Background: an optimization exercise with open tools, aiming at small area, a short achievable clock period and few clock cycles. Do not read the settings as production practice.
In this exercise RTL edits were held to simulation tests only and were not proved equivalent to the original.

## flow/design.v (module list and top-level ports; edited modules follow where they fit)
// module ce_exec: 423 lines
// module ce_fma: 1953 lines
module ce_exec (
    input  wire        clk,
    input  wire        rst,
    input  wire        in_valid,
    input  wire [31:0] in_instr,
    output wire        in_ready,
    output reg         wb_valid,
    output reg  [3:0]  wb_reg,
    output reg  [23:0] wb_data
);
  // ...
==> flow/run.sh <==
#!/bin/bash
# synth_recipe.tcl (not shown) runs the flow's synth.tcl, then flattens the netlist and writes it again
# the make line also repeats each setting of config.mk as NAME=value (left out here)
make -C /OpenROAD-flow-scripts/flow DESIGN_CONFIG=/design/flow/config.mk WORK_HOME=/design/flow/orfs CLKGATE_MAP_FILE= SYNTH_SCRIPT=/design/flow/synth_recipe.tcl finish
==> flow/config.mk <==
export PLATFORM = sky130hd
export DESIGN_NAME = ce_exec
export DESIGN_NICKNAME = ce_exec
export VERILOG_FILES = /design/flow/design.v
export SDC_FILE = /design/flow/constraint.sdc
export NUM_CORES = 4
export LEC_CHECK = 0
export ABC_AREA = 1
export CAP_MARGIN = 40
export CORE_MARGIN = 2
export CORE_UTILIZATION = 40
export PLACE_DENSITY = 0.6
export SLEW_MARGIN = 75
==> flow/constraint.sdc <==
create_clock -name core_clock -period 16.0 [get_ports {clk}]
set_input_delay 3.2000 -clock core_clock [delete_from_list [all_inputs] [get_ports {clk}]]
set_output_delay 3.2000 -clock core_clock [all_outputs]
set_load 0.01 [all_outputs]
==> run notes, run 1 <==
- The fraction of final cell area spent on clock buffers and inverters in this run is 0.0428.
- Across the routed clock network, the largest skew measured is between 40 and 50 ps.
- The reg-to-reg critical path startpoint is b_one[8].
- The top layer reached by signal wires is met5.
- The cell total after placement is roughly 10k.
- For this run, the share of the core covered by cells in the final layout is 0.466.
- The total global-route track usage is 0.344.
- The worst hold path terminates at ir[22].
- The total of flip-flops plus latches after synthesis is roughly 920.
- The most area-hungry cell class in the final design is multi-input combinational cells.
- For the pin with the worst max-slew slack, the measured transition is about 420 ps.
- The layer flagged by global routing as most heavily used is met2.
- The biggest area contributor in the post-synthesis netlist is sky130_fd_sc_hd__edfxtp_1.
- The run finished with no timing, DRC or antenna violations.
- The final period demand of the worst path is ~7000 ps.
- At the later pin of the worst-skew pair, clock insertion delay measures approximately 770 ps.
- The adder and majority cell fraction of the synthesized area is 0.131.
- STA classifies the critical path endpoint as a flip-flop.
- Entering global routing, the biggest net connects between 50 and 60 pins.
- The worst setup path is launched from a flip-flop.
- In this run the post-CTS setup repair buffer count came out at 0.
- The detailed router put a total of 115000 µm of wire on met1.
- Max-cap violations in this run came to 0.
- Registers represent a cell area share of 0.333.
- Of the total synthesized cell area, the portion taken by XOR and XNOR cells is 0.0601.
- The number of H-tree levels is 3.
- The count of mapped cells out of synthesis is approximately 7.9k.
- The critical path ends at acc[1][42].
- Synthesis produced a netlist with a net count of around 8.5k.
- After global routing the overflow that remains totals 0.
- For this design, the slowest cell found on the critical path is sky130_fd_sc_hd__fa_1.
- The reg-to-reg endpoint is acc[1][42].
- The startpoint identified for the worst hold timing path is f_ir[22].
Testbench counts, summed over its fixed seeds: cycles 33,847.
==> run 2, diff against run 1 <==
--- a/flow/config.mk
+++ b/flow/config.mk
@@ -7,7 +7,7 @@
 export LEC_CHECK = 0
 export ABC_AREA = 1
-export CAP_MARGIN = 40
+export CAP_MARGIN = 80
 export CORE_MARGIN = 2
 export CORE_UTILIZATION = 40
 export PLACE_DENSITY = 0.6
-export SLEW_MARGIN = 75
+export SLEW_MARGIN = 80
==> run 2 against run 1 <==
Net effect:
- area after synthesis unchanged
- design area is 5.5% higher
- count of clock-buffer cells in the layout down 1
- critical path depth is 3 higher
- first-iteration DRC count fell by 4.1%
- critical path type unchanged
==> run notes, run 2 <==
- STA classifies the critical path startpoint as a flip-flop.
- For met3 alone, demand over resource in global routing was 0.0758.
- The number of H-tree levels is 3 (unchanged).
- The detail route stage leaves a number of antenna-violating nets equal to 0.
- The most used flip-flop cell after synthesis is sky130_fd_sc_hd__edfxtp_1.
- The final-report max-slew violation count is 0.
- Compared with the post-synthesis result, the final layout area differs by 22.3%.
- The die boundary width is 411 µm.
- For met1 alone, demand over resource in global routing was 0.451.
- The number of placed I/O pins is 65.
- Counting distinct cell types in the post-synthesis netlist gives 74.
- The accumulated negative setup slack is 0 ps.
- The CTS buffer count is ~100.
- TritonCTS built the clock tree.
- In this run the worst path has a maximum fanout of 23.
- The residual overflow from global routing is 0 (unchanged).
- The run finished with no timing, DRC or antenna violations.
- Across all register-to-register paths, the minimum setup slack is ~8900 ps.
- The clock sink count is slightly above 900.
- Clock-pin slew was measured on the worst setup and hold paths at around 70 ps.
- The first global-routing pass estimated 428000 µm of wire.
- By area the synthesized netlist is led by sky130_fd_sc_hd__edfxtp_1 (32%), sky130_fd_sc_hd__nand2_1 (9.0%), sky130_fd_sc_hd__fa_1 (8.3%).
- Each instance of the synthesized netlist takes up on average between 8 and 9 µm².
- Counting instances in the post-synthesis netlist gives the leading cell types as sky130_fd_sc_hd__nand2_1 (1585), sky130_fd_sc_hd__inv_1 (972), sky130_fd_sc_hd__edfxtp_1 (702).
- The most common cell after layout, fill and taps aside is sky130_fd_sc_hd__nand2_1.
- The critical path starts at b_one[3].
- By instance count, the leading cell after synthesis is sky130_fd_sc_hd__nand2_1.
- The library cells used most frequently in the layout, excluding fill and tap cells, are sky130_fd_sc_hd__nand2_1 (1538), sky130_fd_sc_hd__inv_1 (872), sky130_fd_sc_hd__edfxtp_1 (702), sky130_fd_sc_hd__nand3_1 (546), sky130_fd_sc_hd__nor2_1 (485).
- The post-synth design cell area is 0.0664 mm².
- Of the available clock period, the critical path in the final layout requires 0.444.
- Dividing the detail-routed wire length by the instance count gives around 29 µm.
- The number of antenna violations at the first check in global routing is 20.
- The worst register-to-register path begins at b_one[3].
- The synthesized design contains about 700 enable-type register cells.
- The post-CTS setup repair buffer count came to 0 (unchanged).
- The max-slew headroom at the worst pin is 0.732.
- The area used by multi-input combinational logic is between 0.03 and 0.04 mm².
- The routed via count is 62.8k.
- The fraction of the yosys area taken by sequential cells is 0.384.
- Derived from the worst setup path, the maximum achievable clock frequency is about 140 MHz.
- Setup repair after global routing left no endpoint under its margin.
- Input and output buffers added on the ports amount to 64.
- The destination of the critical timing path is acc[0][45].
- The die boundary height is 411 µm.
- The count of mapped cells out of synthesis is 7923 (unchanged).
- The die outline area is 0.169 mm².
- The net count after synthesis is 8489 (unchanged).
- The layer flagged by global routing as most heavily used is met2.
- The per-cell via count in the routed design is 6.01.
- For this run, the detailed router's first-pass iteration total came to 8.
- For the worst setup path, the data required time is 16450 ps.
- Counting cells, the worst reg-to-reg path comes to 25.
- The worst setup skew after layout is 67.7 ps (+20.7 ps).
- STA classifies the critical path endpoint as a flip-flop.
- For this run, global-route usage on met2 was measured as 0.520.
- The start point of the worst min-delay path is e2_rd[2].
- The maximum number of buffers from clock root to sink is 3.
- Prior to clock tree synthesis, the placed netlist has a worst setup slack of approximately 9400 ps.
- Counting flops per register, the top entry is w.
- The root buffer selected by CTS is sky130_fd_sc_hd__clkbuf_16.
- The share of synthesized area in the top cell type comes to 0.318.
- The largest net degree at the start of global routing came to 47 (-11%).
- The hold violation count in the final report is 0.
- The initial utilization of the core area, before any placement, comes to 0.402.
- The worst hold path belongs to the class flip-flop to flip-flop.
- The HPWL reported at the end of detailed placement is roughly 230000 µm.
- The fraction of the core area covered by cells at the end of the flow is 0.492 (+0.0258).
- The leading area contributor after synthesis is sky130_fd_sc_hd__edfxtp_1.
- The number of maximum-capacitance constraint violations was 0 (unchanged).
- The number of hold buffers added after CTS is 0.
- Setup violations remaining at the end of the flow were counted as 0.
- The slew at the pin with the worst max-slew slack was 398 ps (-19.0 ps).
- The final-layout fill cell count is roughly 16k.
- For the worst setup path, the data arrival time is 7560 ps.
- The floorplan has ~150 rows.
- The insertion delay of the later-clocked pin in the worst-skew pair is 780 ps (about the same).
- The reg-to-reg endpoint is acc[0][45].
- The share of synthesized flip-flops with an asynchronous set or reset is 0.
- The region available for standard cell placement spans around 0.16 mm².
- The total global-route track usage is 0.347 (+0.00324).
- The number of global-route vias before repair is between 60k and 70k.
- The total of flip-flops plus latches after synthesis is 924 (unchanged).
- The register with the most flip-flops in the layout has roughly 380 of them.
- In this run, the number of DRC markers left after iteration 0 of detailed routing was about 8.9k.
- The total wirelength of the detailed-routed design is between 200000 and 300000 µm.
- The worst setup path is of the flip-flop to flip-flop kind.
- After detailed routing, the number of remaining DRC violations is 0.
- In the post-route analysis, the smallest setup slack over all paths is just under 9000 ps.
- The post-layout net count is 8718.
- In this run, post-CTS repair resized a total of 0 instances.
- In the final layout, the registers with the most flip-flops are w: 384 flops, acc: 192 flops, tmp: 49 flops.
- The congestion estimate from routability-driven global placement came to 1.04.
- The final period demand of the worst path is 7100 ps (+144 ps).
- The number of warnings printed during yosys synthesis is 3.
- Summing all flip-flop and latch instances after layout gives 0.0257 mm².
- Of the cells placed in the final design, the portion with a size suffix greater than 1 is 0.179.
run 2: cell counts after synthesis:
No cell type changed its count.
run 2: worst max-delay path, cell delays in order (launching register included):
cell and delay (ps):
sky130_fd_sc_hd__dfxtp_1 490, sky130_fd_sc_hd__inv_4 180, sky130_fd_sc_hd__o22ai_1 200, sky130_fd_sc_hd__clkdlybuf4s50_1 560, sky130_fd_sc_hd__xor2_2 90, sky130_fd_sc_hd__fa_1 470
sky130_fd_sc_hd__fa_1 530, sky130_fd_sc_hd__inv_1 80, sky130_fd_sc_hd__fa_1 530, sky130_fd_sc_hd__inv_1 50, sky130_fd_sc_hd__fa_1 410, sky130_fd_sc_hd__inv_1 80
sky130_fd_sc_hd__fa_1 420, sky130_fd_sc_hd__fa_1 500, sky130_fd_sc_hd__ha_1 390, sky130_fd_sc_hd__a21oi_1 170, sky130_fd_sc_hd__inv_1 80, sky130_fd_sc_hd__a31oi_1 130
sky130_fd_sc_hd__inv_1 90, sky130_fd_sc_hd__a21oi_4 200, sky130_fd_sc_hd__o21ai_2 130, sky130_fd_sc_hd__a21oi_2 250, sky130_fd_sc_hd__o21ai_2 130, sky130_fd_sc_hd__a21oi_1 240
sky130_fd_sc_hd__xor2_2 250, sky130_fd_sc_hd__nor2_1 110
run 2: cell families (layout without fill, tap and decap cells):
| kind of cell | count (synthesis) | after routing | synth area share |
|---|---|---|---|
| flip-flops | 924 | 924 | 0.384 |
| AND/OR/NAND/NOR | 3022 | 3022 | 0.196 |
| AO/OA/AOI/OAI | 1558 | 1558 | 0.142 |
| multiplexers | 21 | 21 | 0.00332 |
| other | 0 | 8 | 0 |
| adder cells (fa/ha/maj) | 531 | 531 | 0.131 |
| buffers and inverters | 1412 | 1729 | 0.0835 |
| XOR/XNOR | 455 | 455 | 0.0601 |
run 2: metal layers:
metal  part of all wire  up-vias
met1               0.38    30309
met5            0.00044        -
met2               0.43     3991
li1                   -    27422
met4              0.082       20
met3               0.11     1033
run 2: area by class of cell:
cell class	instances	share of cell area
multi-input combinational	5587	0.486
sequential	924	0.316
timing repair buffer	505	0.0684
inverter	1032	0.0519
clock buffer	135	0.0345
tap	2189	0.0337
clock inverter	57	0.00880
antenna	8	0.000247
run 2: worst min path at each step:
stage	to	slack (ps)	cells after the start
final	wb_reg[2]	370	0
after floorplan	wb_reg[1]	330	0
after global routing	wb_reg[2]	390	0
after CTS	wb_reg[3]	400	0
after detailed placement	ir[22]	410	0
after global placement	ir[25]	400	0
run 2: through the flow:
stage               hold slack (ps)  cell area (µm²)  cells
global placement                404            69500   9955
finish                          371            81200  10437
global route                    388            81200  10433
CTS                             396            80300  10399
detailed placement              405            76800  10207
floorplan                       329            66400   7923

-- what the ideal ports hide --
How much do the figures lean on ideal ports? The routed layouts below were timed once more, with nothing changed but the port constraints. Step 1 sets driving cells, clkbuf_16 on the clock port and buf_2 on the other inputs (assumed; they add their load-dependent delay and slew). Step 2 moves the port delays by t, midway between the first and last clock arrival at a register: inputs arrive t later, outputs are due t later. That takes back most of the time a late clock gives input paths. a / b / c = ideal / step 1 / step 2; a / b = the first two.
run | t, ns | setup WS [ns] | clock arrival spread, ns | worst register clock-pin slew, ns | worst slew at a driven data input, ns
run 1 | 0.834 | 9.040 / 9.040 / 9.040 | 0.049 / 0.049 | 0.08 / 0.08 | 0.05
run 2 | 0.827 | 8.896 / 8.896 / 8.896 | 0.067 / 0.068 | 0.07 / 0.07 | 0.05
After both steps setup and hold are still met in every run listed.
